Source: an optimization exercise on an open RTL-to-GDS flow (aim: small area, a short achievable clock period and few clock cycles per item). Production flows keep margins and buffers that such runs may drop.

the previous run:
// mx_narrow
module mx_narrow (
    input  wire        clk,
    input  wire        rst,
    input  wire        in_valid,
    output wire        in_ready,
    input  wire [31:0] in_data,
    input  wire [3:0]  in_fmt,
    output wire        out_valid,
    input  wire        out_ready,
    output wire [7:0]  out_elem,
    output wire [7:0]  out_scale,
    output wire        out_last
);
    function f_is_fp;   input [2:0] f; f_is_fp = ~(f[2] & f[1]); endfunction
    function f_is_fp8;  input [2:0] f; f_is_fp8 = (f[2:1] == 2'd0); endfunction
    function [3:0] f_bias;
        input [2:0] f;
        case (f)
        3'd0: f_bias = 4'd7;
        3'd1: f_bias = 4'd15;
        3'd2: f_bias = 4'd1;
        3'd3: f_bias = 4'd3;
        3'd4: f_bias = 4'd1;
        default: f_bias = 4'd0;
        endcase
    endfunction
    function [3:0] f_emax;
        input [2:0] f;
        case (f)
        3'd0: f_emax = 4'd8;
        3'd1: f_emax = 4'd15;
        3'd2: f_emax = 4'd2;
        3'd3: f_emax = 4'd4;
        3'd4: f_emax = 4'd2;
        default: f_emax = 4'd0;
        endcase
    endfunction
    function [4:0] f_ca;
        input [2:0] f;
        case (f)
        3'd0: f_ca = 5'd15;
        3'd1: f_ca = 5'd30;
        3'd2: f_ca = 5'd3;
        3'd3: f_ca = 5'd7;
        3'd4: f_ca = 5'd3;
        default: f_ca = 5'd0;
        endcase
    endfunction
    function [2:0] f_c2;
        input [2:0] f;
        case (f)
        3'd0: f_c2 = 3'd4;
        3'd1: f_c2 = 3'd5;
        3'd2: f_c2 = 3'd4;
        3'd3: f_c2 = 3'd5;
        3'd4: f_c2 = 3'd6;
        default: f_c2 = 3'd0;
        endcase
    endfunction
    function [6:0] f_maxenc;
        input [2:0] f;
        case (f)
        3'd0: f_maxenc = 7'h7E;
        3'd1: f_maxenc = 7'h7B;
        3'd2: f_maxenc = 7'h1F;
        3'd3: f_maxenc = 7'h1F;
        3'd4: f_maxenc = 7'h07;
        default: f_maxenc = 7'h7F;
  ...
For scale: ~1600 cells after synthesis, about 700 flip-flops, ~59 I/O pins, about 0.021 mm^2 of cells after synthesis.
==> flow/config.mk <==
export PLATFORM = sky130hd
export DESIGN_NAME = mx_narrow
export DESIGN_NICKNAME = mx_narrow
export VERILOG_FILES = /design/flow/design.v
export SDC_FILE = /design/flow/constraint.sdc
export NUM_CORES = 4
export LEC_CHECK = 0
export CAP_MARGIN = 20
export CORE_MARGIN = 2
export CORE_UTILIZATION = 65
export CTS_BUF_LIST = sky130_fd_sc_hd__clkbuf_16
export CTS_CLUSTER_DIAMETER = 70
export CTS_CLUSTER_SIZE = 30
export PLACE_DENSITY = 0.75
export SLEW_MARGIN = 20
==> flow/constraint.sdc <==
create_clock -name core_clock -period 18.0 [get_ports {clk}]
set_input_delay 3.6000 -clock core_clock [delete_from_list [all_inputs] [get_ports {clk}]]
set_output_delay 3.6000 -clock core_clock [all_outputs]
set_load 0.01 [all_outputs]
standard.sh (not shown) runs the stock make flow with config.mk's settings and CLKGATE_MAP_FILE= SYNTH_SCRIPT=/design/flow/synth_recipe.tcl, a recipe that flattens the netlist after the stock synthesis.
==> flow/flow/run.sh <==
#!/bin/bash
# Standard ORFS layout, with timing repair asked to leave extra setup slack.
set -euo pipefail
bash standard.sh SETUP_SLACK_MARGIN=13.5 BUFFER_PORTS_ARGS=-buffer_cell\ sky130_fd_sc_hd__buf_1 finish > standard_make.log 2>&1
### the previous run -> the current run
--- a/flow/design.v
+++ b/flow/design.v
@@ -102,49 +102,51 @@
     reg signed [8:0] c_sk;  reg c_n;  reg [2:0] c_f;     
     reg signed [8:0] d_sk;  reg d_n;  reg [2:0] d_f;     
     wire       s1_nan = s1_e1 & s1_mnz;
     wire [7:0] s1_eff = s1_e1 ? (s1_mnz ? 8'd0 : 8'd254) : p_e;
     wire [7:0]        t_cm = s1_first ? {4'd0, f_emax(s1_f)} : f_mc;
     wire              t_gt = s1_eff > t_cm;
     wire [7:0]        new_mc = t_gt ? s1_eff : t_cm;
     wire signed [8:0] new_sk = $signed({1'b0, new_mc}) - $signed({4'd0, f_ca(s1_f)});
     wire              new_n  = s1_nan | (f_n & ~s1_first);
     wire              done   = s1_v & s1_last;
-    wire [4:0] p_g = {|p_m[22:19], |p_m[18:15], |p_m[14:11], |p_m[10:7], |p_m[6:5]};
-    wire       p_sub = |p_g;      
-    wire [4:0] p_gh = p_g & ~{1'b0, p_g[4], |p_g[4:3], |p_g[4:2], |p_g[4:1]};
-    wire [7:0] p_w  = ({8{p_gh[4]}} & p_m[22:15]) | ({8{p_gh[3]}} & p_m[18:11]) |
-                      ({8{p_gh[2]}} & p_m[14:7])  | ({8{p_gh[1]}} & p_m[10:3])  |
-                      ({8{p_gh[0]}} & {p_m[6:0], 1'b0});
-    wire       p_ws = (p_gh[4] & |p_m[14:0]) | (p_gh[3] & |p_m[10:0]) |
-                      (p_gh[2] & |p_m[6:0])  | (p_gh[1] & |p_m[2:0]);
-    wire [2:0] p_gi = {p_gh[0], p_gh[2] | p_gh[1], p_gh[3] | p_gh[1]};
-    wire [3:0] p_lh = p_w[7:4] & ~{1'b0, p_w[7], |p_w[7:6], |p_w[7:5]};
-    wire [3:0] p_f  = ({4{p_lh[3]}} & p_w[6:3]) | ({4{p_lh[2]}} & p_w[5:2]) |
-                      ({4{p_lh[1]}} & p_w[4:1]) | ({4{p_lh[0]}} & p_w[3:0]);
-    wire       p_st_sub = p_ws | (p_lh[3] & |p_w[2:0]) | (p_lh[2] & |p_w[1:0]) | (p_lh[1] & p_w[0]);
-    wire [1:0] p_li = {p_lh[1] | p_lh[0], p_lh[2] | p_lh[0]};
-    wire [7:0] p_l = 8'd0 - {3'd0, p_gi, p_li};
+    reg  [23:5] p_s;      
+    reg  [3:0]  p_f;
+    reg  [7:0]  p_l;
+    integer k;
+    always @(*) begin
+        p_s[23] = 1'b0;
+        for (k = 22; k >= 5; k = k - 1)
+            p_s[k] = p_s[k+1] | p_m[k];
+        p_f = 4'd0;
+        p_l = 8'd0;
+        for (k = 5; k <= 22; k = k + 1)
+            if (p_m[k] & ~p_s[k+1]) begin
+                p_f = p_f | p_m[k-1 -: 4];
+                p_l = p_l | (k[7:0] - 8'd22);
+            end
+    end
+    wire p_st_sub = |(p_m[17:0] & p_s[22:5]);
     reg [7:0] p_ec;
     reg [7:0] p_lo;
     always @(*) begin
         if (p_e == 8'hFF) begin
             if (s1_mnz) begin
                 p_ec = 8'hFF; p_lo = 8'h00;
             end else begin
                 p_ec = 8'hFE; p_lo = s1_int ? 8'hFF : 8'hF8;
             end
         end else if (p_e == 8'h00) begin
             if (s1_int) begin
                 p_ec = p_m[22] ? 8'hFF : 8'h00;
                 p_lo = {p_m[21:15], |p_m[14:0]};
-            end else if (p_sub) begin
+            end else if (p_s[5]) begin
                 p_ec = p_l;
                 p_lo = {p_f, p_st_sub, 1'b1, 2'b00};
             end else begin
                 p_ec = 8'h00; p_lo = 8'h00;
             end
         end else begin
             p_ec = p_e;
             p_lo = s1_int ? {p_m[22:16], |p_m[15:0]} : {p_m[22:19], |p_m[18:0], 3'b000};
         end
     end
Notes after the runs:
| wire length | the current run vs the previous run | worse |. Against the previous run, design area in the current run rose slightly. From the previous run to the current run, number of buffers added by the clock tree synthesis step did not move at all. [the current run vs the previous run] clock-buffer cell count: lower in the current run. Diff the previous run -> the current run | non-clock buffer count | up by a few percent. In the current run, the routability-driven placement congestion ratio came out 8.1% above the value in the previous run. Min overall fraction of global-route tracks in use across the previous run and the current run: the previous run. The final layouts of the previous run and the current run pass the timing, DRC and antenna checks. The final-layout clock-cell area share of the current run and that of the previous run are within noise of each other. Met3 wirelength from detailed routing, the current run vs the previous run: up by more than 10%. Multi-input gate share of the layout cell area for the current run is higher than for the previous run.
No functional check of the RTL was part of any run of this note.

## static timing again, ports no longer ideal
Ports are ideal in the flow. The routed layouts listed here were re-timed in OpenROAD.
Step 1: set_driving_cell puts a clkbuf_16 on clk and a buf_2 on each other input, an assumption about the parent block.
Step 2 adds t to the input delays and takes it off the output delays; t is the mean of the earliest and latest rising clock arrival at the registers after step 1. Input paths then give back, and output paths get back, about the clock's delay inside the block.
Slacks: no drivers / after step 1 / after step 2; pairs: no drivers / after step 1.
| run | t, ns | setup slack, ns | hold slack, ns | worst setup path at the end |
|---|---|---|---|---|
| the previous run | 0.635 | 13.245 / 13.194 / 12.988 | 0.316 / 0.316 / 0.316 | input to register |
| the current run | 0.639 | 13.259 / 13.210 / 12.954 | 0.311 / 0.311 / 0.311 | input to register |
After both steps setup and hold are still met in every run listed. The setup slack of the current run, which loses most, moves by -0.049 ns with the drivers and by -0.305 ns with both steps.
